Context: an optimization exercise on an open-source flow, tuned for small area and a short achievable clock period. The choices shown serve that exercise and are no tape-out recipe.
Function was checked by simulation only, so behaviour that the tests miss may differ from the original.
Power is estimated from default activity; no workload was simulated.

Setup of alpha:
==> flow/design.v (excerpt) <==
module tt_fpu (
    input             clk,
    input             rst,
    input             in_valid,
    input      [3:0]  in_op,
    input      [2:0]  in_cond,
    input             in_pred,
    input      [31:0] in_a,
    input      [31:0] in_b,
    input      [31:0] in_d,
    output reg        out_valid,
    output reg [31:0] out_result,
    output reg [3:0]  out_flags
);
==> flow/config.mk <==
export PLATFORM = sky130hd
export DESIGN_NAME = tt_fpu
export DESIGN_NICKNAME = tt_fpu
export VERILOG_FILES = /design/flow/design.v
export SDC_FILE = /design/flow/constraint.sdc
export NUM_CORES = 4
export LEC_CHECK = 0
export ABC_CLOCK_PERIOD_IN_PS = 20000
export CAP_MARGIN = 20
export CORE_MARGIN = 2
export CORE_UTILIZATION = 62
export CTS_CLUSTER_DIAMETER = 100
export CTS_CLUSTER_SIZE = 32
export PLACE_DENSITY = 0.7
export SLEW_MARGIN = 20
==> flow/constraint.sdc <==
create_clock -name core_clock -period 25.0 [get_ports {clk}]
set_input_delay 5.0000 -clock core_clock [delete_from_list [all_inputs] [get_ports {clk}]]
set_output_delay 5.0000 -clock core_clock [all_outputs]
set_load 0.01 [all_outputs]
standard.sh (not shown) runs the stock make flow with config.mk's settings and CLKGATE_MAP_FILE= SYNTH_SCRIPT=/design/flow/synth_recipe.tcl, a recipe that flattens the netlist after the stock synthesis.
==> flow/flow/run.sh <==
#!/bin/bash
# Layout flow: the standard layout (standard synthesis, same settings),
# with two changes to how the layout is made:
#  - timing repair aims for a setup slack of SETUP_MARGIN ns at the design's
#    clock period, so the repair steps size up and buffer the critical paths
#    (the clock period and constraints are unchanged);
#  - the port buffers are sky130_fd_sc_hd__buf_2 cells instead of the
#    default choice (a delay buffer).
# Each tool's full output goes to standard.log in the work folder.
set -euo pipefail
SETUP_MARGIN=19.6
bash standard.sh "SETUP_SLACK_MARGIN=${SETUP_MARGIN}" \
    "BUFFER_PORTS_ARGS=-buffer_cell sky130_fd_sc_hd__buf_2" \
    finish > standard.log 2>&1
alpha went all the way through synthesis, placement and routing and the layout is clean on timing, DRC and antenna.
Inputs modified between alpha and epsilon:
Settings: changing PLACE_DENSITY from 0.7 to 0.65; removing CTS_CLUSTER_DIAMETER (formerly 100); removing CTS_CLUSTER_SIZE (formerly 32); changing CORE_UTILIZATION from 62 to 55.
==> comparison <==
Across both runs, sequential portion of the cell area was lower for epsilon than for alpha.
epsilon does worse than alpha on die area.
Summary: with alpha as the reference, routed wire length in epsilon moved up slightly.
epsilon: synthesis-to-finish area growth higher than alpha
epsilon — number of standard-cell rows in the floorplan about 6% higher, alpha as reference
epsilon -> alpha: area taken by flip-flops and latches flat
Clock power share: alpha and epsilon compared, lower one is alpha
epsilon vs alpha on filler cell count in the final layout: epsilon is the higher one.
Diff alpha -> epsilon | count of non-filler cells in the finished layout | increase of 169
The proportion of layout cells with a drive suffix above 1 in epsilon sits 0.57 points above the value recorded for alpha.

* * *

tt_fpu, a different RTL version from the one above (not shown whole).
Size: ~5,100 cells after synthesis, roughly 430 flip-flops, roughly 140 I/O pins.
Settings: LEC_CHECK=0, ABC_CLOCK_PERIOD_IN_PS=20000, CAP_MARGIN=20, CORE_MARGIN=2, CORE_UTILIZATION=62, CTS_CLUSTER_DIAMETER=100, CTS_CLUSTER_SIZE=20, PLACE_DENSITY=0.7, SLEW_MARGIN=20; clock period 25.0 ns.
Scripts as last shown in full above: flow/flow/run.sh
The first run produced a clean layout.
==> next run, changes <==
--- a/flow/flow/run.sh
+++ b/flow/flow/run.sh
@@ -10,3 +10,3 @@
 set -euo pipefail
-SETUP_MARGIN=19.6
+SETUP_MARGIN=19.0
 bash standard.sh "SETUP_SLACK_MARGIN=${SETUP_MARGIN}" \
=> Register-to-register slack got worse by 410 ps; wire length decreases by a few percent; via count came out lower by a few percent; die area does not change.
==> next run, changes <==
--- a/flow/flow/run.sh
+++ b/flow/flow/run.sh
@@ -10,5 +10,6 @@
 set -euo pipefail
-SETUP_MARGIN=19.0
+SETUP_MARGIN=19.6
 bash standard.sh "SETUP_SLACK_MARGIN=${SETUP_MARGIN}" \
     "BUFFER_PORTS_ARGS=-buffer_cell sky130_fd_sc_hd__buf_2" \
+    "REMOVE_ABC_BUFFERS=1" \
     finish > standard.log 2>&1
Result: Cell area goes up by 4.8%. Die area is unchanged. Clock-buffer cell count decreases by 2. Global-route usage went up by 0.62 points. Final cell count is higher by 1.8%. Routed wire length goes up by about 5.5%. Flip-flop and latch count does not change. Worst setup slack gets better by 4.6 ps. Synthesized cell count stays the same.
==> next run, changes <==
--- a/flow/flow/run.sh
+++ b/flow/flow/run.sh
@@ -7,6 +7,8 @@
 #  - the port buffers are sky130_fd_sc_hd__buf_2 cells instead of the
-#    default choice (a delay buffer).
+#    default choice (a delay buffer);
+#  - the buffers that synthesis (ABC) inserted are removed at floorplan, and
+#    the resizer buffers the nets that need it.
 # Each tool's full output goes to standard.log in the work folder.
 set -euo pipefail
-SETUP_MARGIN=19.6
+SETUP_MARGIN=19.0
 bash standard.sh "SETUP_SLACK_MARGIN=${SETUP_MARGIN}" \
=>
- final cell count falls by 1.8%
- total power falls by 3.3%
- routed wire length falls by 5.6%
- setup slack barely changes
- die area is unchanged
- global-route usage falls by 0.98 points
- utilization falls by 3.5 points
- via count falls by about 3.7%
- worst hold slack stays flat
- combinational power falls by about 5%
- first-iteration DRC count falls by 3.4%

==> port drivers added, routing unchanged <==
How much do the figures lean on ideal ports? The routed layouts below were timed once more, with nothing changed but the port constraints.
Step 1 sets driving cells, clkbuf_16 on the clock port and buf_2 on the other inputs (assumed; they add their load-dependent delay and slew).
Step 2 adds t to the input delays and takes it off the output delays; t is the mean of the earliest and latest rising clock arrival at the registers after step 1. Input paths then give back, and output paths get back, about the clock's delay inside the block.
Slacks: no drivers / after step 1 / after step 2; pairs: no drivers / after step 1.
run	t, ns	setup slack, ns	worst setup path after step 2	cell pins on the clock port's net
alpha	0.704	18.918 / 18.842 / 18.553	input to register	1
epsilon	0.716	18.908 / 18.833 / 18.541	input to register	1
the first run of note 2	0.695	18.920 / 18.852 / 18.689	input to register	1
the second run of note 2	0.690	18.934 / 18.859 / 18.576	input to register	1
the third run of note 2	0.675	18.939 / 18.877 / 18.558	input to register	1
the fourth run of note 2	0.676	18.938 / 18.877 / 18.494	input to register	1
After both steps every run listed still meets setup and hold. For the fourth run of note 2, which loses most, drivers alone change the setup slack by -0.061 ns; drivers and shift together by -0.444 ns.
